From an optimization exercise on the open Yosys and OpenROAD flow, aimed at small area; shortcuts taken in it are not production practice. No functional check of the RTL was part of this run. Power and IR drop assume default switching activity.

`flow/design.v`:
```
module gate_rules (
    input  wire        clk,
    input  wire        rst,           
    input  wire        cfg_we,
    input  wire [5:0]  cfg_waddr,     
    input  wire [63:0] cfg_wdata,
    input  wire [5:0]  cfg_raddr,     
    output reg  [63:0] cfg_rdata,
    input  wire        chk_valid,
    input  wire [15:0] chk_master,
    input  wire        chk_space,
    input  wire [5:0]  chk_vi,
    input  wire [39:0] chk_page,
    input  wire [2:0]  chk_need,      
    output reg         res_valid,
    output reg         res_allow,
    output reg         res_record,
    output reg  [15:0] res_rule
);
    localparam NR = 16;
    localparam [1:0] ACT_DENY       = 2'd0;
    localparam [1:0] ACT_ALLOW      = 2'd1;
    localparam [1:0] ACT_DENY_QUIET = 2'd2;
    reg        r_valid  [0:NR-1];
    reg [1:0]  r_action [0:NR-1];
    reg        r_space  [0:NR-1];
    reg [2:0]  r_perms  [0:NR-1];
    reg [5:0]  r_vi     [0:NR-1];
    reg [15:0] r_mval   [0:NR-1];
    reg [15:0] r_mmask  [0:NR-1];
    reg [39:0] r_base   [0:NR-1];
    reg [39:0] r_limit  [0:NR-1];
    reg [15:0] r_hits   [0:NR-1];
    reg [NR-1:0] match;
    integer i;
    always @(*) begin
        for (i = 0; i < NR; i = i + 1) begin
            match[i] = r_valid[i]
                && (r_space[i] == chk_space)
                && (!chk_space || (r_vi[i] == chk_vi))
                && ((chk_master & r_mmask[i]) == (r_mval[i] & r_mmask[i]))
                && (chk_page >= r_base[i])
                && (chk_page <= r_limit[i]);
        end
    end
    reg        hit;
    reg [3:0]  hit_idx;
    integer j;
    always @(*) begin
        hit = 1'b0;
        hit_idx = 4'd0;
        for (j = NR - 1; j >= 0; j = j - 1) begin
            if (match[j]) begin
                hit = 1'b1;
                hit_idx = j[3:0];
            end
        end
    end
    reg allow, record;
    always @(*) begin
        allow  = 1'b0;
        record = 1'b1;
        if (hit) begin
            case (r_action[hit_idx])
                ACT_ALLOW:      allow  = ((chk_need & ~r_perms[hit_idx]) == 3'b000);
                ACT_DENY_QUIET: record = 1'b0;
                default:        ;
            endcase
        end
        if (allow)
            record = 1'b0;
    end
    always @(posedge clk) begin
        if (rst) begin
            res_valid  <= 1'b0;
            res_allow  <= 1'b0;
            res_record <= 1'b0;
            res_rule   <= 16'hFFFF;
        end else begin
            res_valid  <= chk_valid;
            res_allow  <= allow;
            res_record <= record;
            res_rule   <= hit ? {12'd0, hit_idx} : 16'hFFFF;
        end
    end
    wire [3:0] w_rule = cfg_waddr[5:2];
    wire [1:0] w_word = cfg_waddr[1:0];
    reg w_change;
    always @(*) begin
        case (w_word)
            2'd0: w_change = (cfg_wdata[0]     != r_valid[w_rule])
                          || (cfg_wdata[2:1]   != r_action[w_rule])
                          || (cfg_wdata[3]     != r_space[w_rule])
                          || (cfg_wdata[6:4]   != r_perms[w_rule])
                          || (cfg_wdata[13:8]  != r_vi[w_rule])
                          || (cfg_wdata[31:16] != r_mval[w_rule])
                          || (cfg_wdata[47:32] != r_mmask[w_rule]);
            2'd1: w_change = (cfg_wdata[39:0] != r_base[w_rule]);
            2'd2: w_change = (cfg_wdata[39:0] != r_limit[w_rule]);
            default: w_change = 1'b0;
        endcase
    end
    integer k;
    always @(posedge clk) begin
        if (rst) begin
            for (k = 0; k < NR; k = k + 1) begin
                r_valid[k]  <= 1'b0;
                r_action[k] <= 2'd0;
                r_space[k]  <= 1'b0;
                r_perms[k]  <= 3'd0;
                r_vi[k]     <= 6'd0;
                r_mval[k]   <= 16'd0;
                r_mmask[k]  <= 16'd0;
                r_base[k]   <= 40'd0;
                r_limit[k]  <= 40'd0;
                r_hits[k]   <= 16'd0;
            end
        end else begin
            for (k = 0; k < NR; k = k + 1) begin
                if (cfg_we && w_change && (w_rule == k[3:0]))
                    r_hits[k] <= 16'd0;
                else if (chk_valid && hit && (hit_idx == k[3:0]) && (r_hits[k] != 16'hFFFF))
                    r_hits[k] <= r_hits[k] + 16'd1;
            end
            if (cfg_we) begin
                case (w_word)
                    2'd0: begin
                        r_valid[w_rule]  <= cfg_wdata[0];
                        r_action[w_rule] <= cfg_wdata[2:1];
                        r_space[w_rule]  <= cfg_wdata[3];
                        r_perms[w_rule]  <= cfg_wdata[6:4];
                        r_vi[w_rule]     <= cfg_wdata[13:8];
                        r_mval[w_rule]   <= cfg_wdata[31:16];
                        r_mmask[w_rule]  <= cfg_wdata[47:32];
                    end
                    2'd1: r_base[w_rule]  <= cfg_wdata[39:0];
                    2'd2: r_limit[w_rule] <= cfg_wdata[39:0];
                    default: ;
                endcase
            end
        end
    end
    wire [3:0] rd_rule = cfg_raddr[5:2];
    wire [1:0] rd_word = cfg_raddr[1:0];
    always @(posedge clk) begin
        if (rst) begin
            cfg_rdata <= 64'd0;
        end else begin
            case (rd_word)
                2'd0: cfg_rdata <= {16'd0, r_mmask[rd_rule], r_mval[rd_rule], 2'b00,
                                    r_vi[rd_rule], 1'b0, r_perms[rd_rule], r_space[rd_rule],
                                    r_action[rd_rule], r_valid[rd_rule]};
                2'd1: cfg_rdata <= {24'd0, r_base[rd_rule]};
                2'd2: cfg_rdata <= {24'd0, r_limit[rd_rule]};
                default: cfg_rdata <= {48'd0, r_hits[rd_rule]};
            endcase
        end
    end
endmodule
```
`flow/run.sh`:
```
#!/bin/bash
# synth_recipe.tcl (not shown) runs the flow's synth.tcl, then flattens the netlist and writes it again
# the make line also repeats each setting of config.mk as NAME=value (left out here)
make -C /OpenROAD-flow-scripts/flow DESIGN_CONFIG=/design/flow/config.mk WORK_HOME=/design/flow/orfs CLKGATE_MAP_FILE= SYNTH_SCRIPT=/design/flow/synth_recipe.tcl finish
```
`flow/config.mk`:
```
export PLATFORM = sky130hd
export DESIGN_NAME = gate_rules
export DESIGN_NICKNAME = gate_rules
export VERILOG_FILES = /design/flow/design.v
export SDC_FILE = /design/flow/constraint.sdc
export NUM_CORES = 4
export LEC_CHECK = 0
export CAP_MARGIN = 20
export CORE_MARGIN = 2
export CORE_UTILIZATION = 25
export SLEW_MARGIN = 20
```
`flow/constraint.sdc`:
```
create_clock -name core_clock -period 7.0 [get_ports {clk}]
set_input_delay 1.4000 -clock core_clock [delete_from_list [all_inputs] [get_ports {clk}]]
set_output_delay 1.4000 -clock core_clock [all_outputs]
set_load 0.01 [all_outputs]
```
==> run summary <==
flip-flops by register name (all words and copies together) (netlist names):
signal,count
r_vi,96
res_record,1
res_rule,5
r_perms,48
r_limit,640
r_space,16
r_action,32
r_base,640
r_valid,16
cfg_rdata,48
r_mmask,256
r_hits,256
res_allow,1
res_valid,1
r_mval,256
final cells by class:
class                           instances  area [um^2]  share of cell area (%)
Antenna cell                           59          148                  0.0784
Multi-Input combinational cell       9231        86000                    45.6
Clock inverter                        133         1270                   0.674
Inverter                             1330         4990                    2.65
Clock buffer                          366         7660                    4.06
Tap cell                             8407        10500                    5.58
Timing Repair Buffer                 1268        11500                    6.12
Sequential cell                      2312        66300                    35.2
worst paths after layout:
check	from	end	slack (ps)	cells after the start
setup reg to reg	r_base[12][13]	r_hits[0][13]	840	19
setup / recovery	chk_page[20]	r_hits[0][13]	330	20
hold / removal	r_hits[0][8]	r_hits[0][8]	510	2
hold reg to reg	r_hits[0][8]	r_hits[0][8]	510	2
per-stage QoR:
| stage | power (mW) | worst slack (ps) | std cells | setup TNS [ps] |
|---|---|---|---|---|
| floorplan | 20.1 | 829 | 13700 | 0 |
| global placement | 24.0 | -965 | 22500 | -121460 |
| detailed placement | 24.1 | -539 | 22500 | -59390 |
| CTS | 38.9 | 409 | 23000 | 0 |
| global route | 39.9 | 216 | 23100 | 0 |
| finish | 39.1 | 330 | 23100 | 0 |
layout by cell type (no fill, tap or decap), types with 77 or more instances in the layout:
cell type           n
and2_1           2015
edfxtp_1         2000
inv_1            1329
ha_1             1299
mux4_2           1250
buf_4             924
nand2_1           570
nor2_1            516
a21oi_1           510
xor2_1            485
nand4_1           352
dfxtp_1           312
nand3_1           296
clkbuf_16         290
o21ai_0           234
a22oi_1           160
xnor2_1           156
buf_12            148
nor3_1            138
a21o_1            124
mux2i_1           110
clkdlybuf4s50_1   109
and3_1             90
nor4_1             83
buf_2              77
per-layer routing:
| metal | routed length [um] | share of wire [%] | global-route usage [%] |
|---|---|---|---|
| met1 | 283000 | 37 | 28.6 |
| met2 | 325000 | 42 | 33.9 |
| met3 | 93000 | 12 | 6.69 |
| met4 | 66600 | 8.7 | 16.3 |
| met5 | 596 | 0.078 | 0 |
kinds of logic (layout without fill, tap and decap cells):
| group | Yosys count | in the layout | synth area share (%) |
|---|---|---|---|
| DFF | 2312 | 2312 | 41.4 |
| xor gates and xnor gates | 641 | 641 | 3.51 |
| buffers and inverters | 2177 | 3097 | 5.23 |
| AOI/OAI and AO/OA | 1482 | 1482 | 6.01 |
| adders and majority gates | 1300 | 1300 | 10.2 |
| muxes | 1367 | 1367 | 18.3 |
| and+or+nand+nor | 4425 | 4425 | 15.4 |
| other | 1 | 75 | 0.00234 |
power breakdown:
part | internal (mW) | switching [mW]
sequential | 15.6 | 0.645
combinational | 2.95 | 4.96
clock | 8.43 | 6.52
worst max-delay path, stage by stage:
cell	delay (ps)
buf_2	280
buf_12	230
buf_4	140
ha_1	270
nand4_1	120
buf_4	160
nor4_1	690
and3_1	330
nand2_1	140
buf_4	200
a2111oi_0	840
a211oi_1	140
buf_4	200
o311a_1	380
o21a_1	270
buf_12	160
or4_1	620
or3_1	460
or3_1	340
a21oi_1	150
==> summary.md <==
| Metric | Value |
|---|---|
| Row count | `between 200 and 300` |
| Synth area leaders | `edfxtp_1 (38%), mux4_2 (18%), ha_1 (10%), and2_1 (7.9%), dfxtp_1 (3.9%)` |
| Via count | `about 130k` |
| Die Y | `804 um` |
| Hold crit path type | `flip-flop to flip-flop` |
| Flops & latches, synth | `between 2000 and 2500` |
| Synth async-reset ratio | `0%` |
| Synthesized area per cell | `11.7 um^2` |
| Count leader, synth | `and2_1` |
| Unrepaired setup endpoints after global routing | `no` |
| CTS H-Tree Depth | `5` |
| IO Pins | `around 230` |
| Cells after Synth | `approximately 14000` |
| Synthesis-to-layout area growth | `17.7%` |
| Slew HR | `between 15 and 20%` |
| Worst Path Arrival | `7550 ps` |
| Final worst path period need | `about 6700 ps` |
| GRT overflow | `0` |
| Die ar. | `0.647 mm^2` |
| Avg WL per Cell | `about 33 um` |
| Hold Worst Slack | `between 500 and 600 ps` |
| Routed Antenna Nets | `0` |
| Setup crit end kind | `flip-flop` |
| Fin Clk Skew | `124 ps` |
| Design area | `between 0.15 and 0.2 mm^2` |
| CTS root buf | `clkbuf_16` |
| First DRT Iteration DRCs | `19900` |
| Fillers | `64600` |
| Worst-Margin Slew | `approximately 1200 ps` |
| Drt via density | `~5.5` |
| Ys flop type | `edfxtp_1` |
| Final Util | `between 20% and 30%` |
| Residual DRC count | `0` |
| Initial Util | `25.1%` |
| Setup Viol. Count Final | `0` |
| Vias in the first global route | `between 100k and 150k` |
| Largest net degree at the start of global routing | `86` |
| Clk slew on worst S/H paths | `roughly 60 ps` |
| Core area | `0.638 mm^2` |
| Post-synth EDFFs | `2000` |
| Power Density | `approximately 210 mW/mm^2` |
| CTS tree | `yes` |
| First-pass GRT wire length | `between 1000000 and 1500000 um` |
| Post-CTS Hold Buffers | `0` |
| Library cells used by synthesis | `90` |
| Largest area contributor in the synthesized netlist | `edfxtp_1` |
| Post-synthesis sequential area ratio | `about 41%` |
| Post-synth top area share | `37.5%` |
| Final WL | `around 770000 um` |
| Final Hold Fails | `0` |
| Placed cell areas | `0.179 mm^2` |
| Setup CP Type | `input port to flip-flop` |
| Clock Sinks | `2312` |
| Cell area after synthesis | `about 0.16 mm^2` |
| Top cell types by occurrence after synthesis | `and2_1 (2015), edfxtp_1 (2000), inv_1 (1330)` |
| Die X | `between 800 and 900 um` |
| Share of layout cells above drive strength 1 | `20.2%` |
| Yosys warns | `2` |
| GR Util All Layers | `a little under a quarter` |
| Achievable frequency | `~150 MHz` |
| HPWL Detailed | `~580000 um` |
| Setup bufs post-CTS | `0` |
| Routability Congestion | `roughly 1.0` |
| Detailed Routing Iterations Pass 1 | `9` |
| Post-cts resize count | `0` |
| Max Buffers Root-to-Sink | `4` |
| Initial antenna violation count | `118` |
| # Max-Cap Violations | `0` |
| Final period utilization | `a little over nine tenths` |
| Peak supply drop | `between 150 and 200 uV` |
| IO buf count | `~200` |
| P_leak | `73.4 nW` |
| CP startpoint kind | `input port` |
| Status | `finished clean` |
| Final nets | `15900` |
| Total CTS buffers | `~280` |
| Worst-path fanout max | `6` |
| Worst EP required | `7880 ps` |
| Worst-skew pair later-pin latency | `1020 ps` |
| Fin. max-slew vios | `0` |

[afterwards: timing with drivers on the ports]
No port has a modelled driver above. Below, the same layout with a new extraction and two added sets of constraints.
Step 1 sets driving cells, clkbuf_16 on the clock port and buf_2 on the other inputs (assumed; they add their load-dependent delay and slew).
Step 2 adds t to the input delays and takes it off the output delays; t is the mean of the earliest and latest rising clock arrival at the registers after step 1. Input paths then give back, and output paths get back, about the clock's delay inside the block.
a / b / c = no drivers / after step 1 / after step 2; a / b = the first two.
t (ns): 1.083
slack for setup (ns): 0.330 / 0.430 / -0.652
cell pins on the clock port's net: 1
With both steps, setup timing fails in this run, where it was met with ideal ports. The setup slack of this run moves by +0.100 ns with the drivers and by -0.982 ns with both steps.
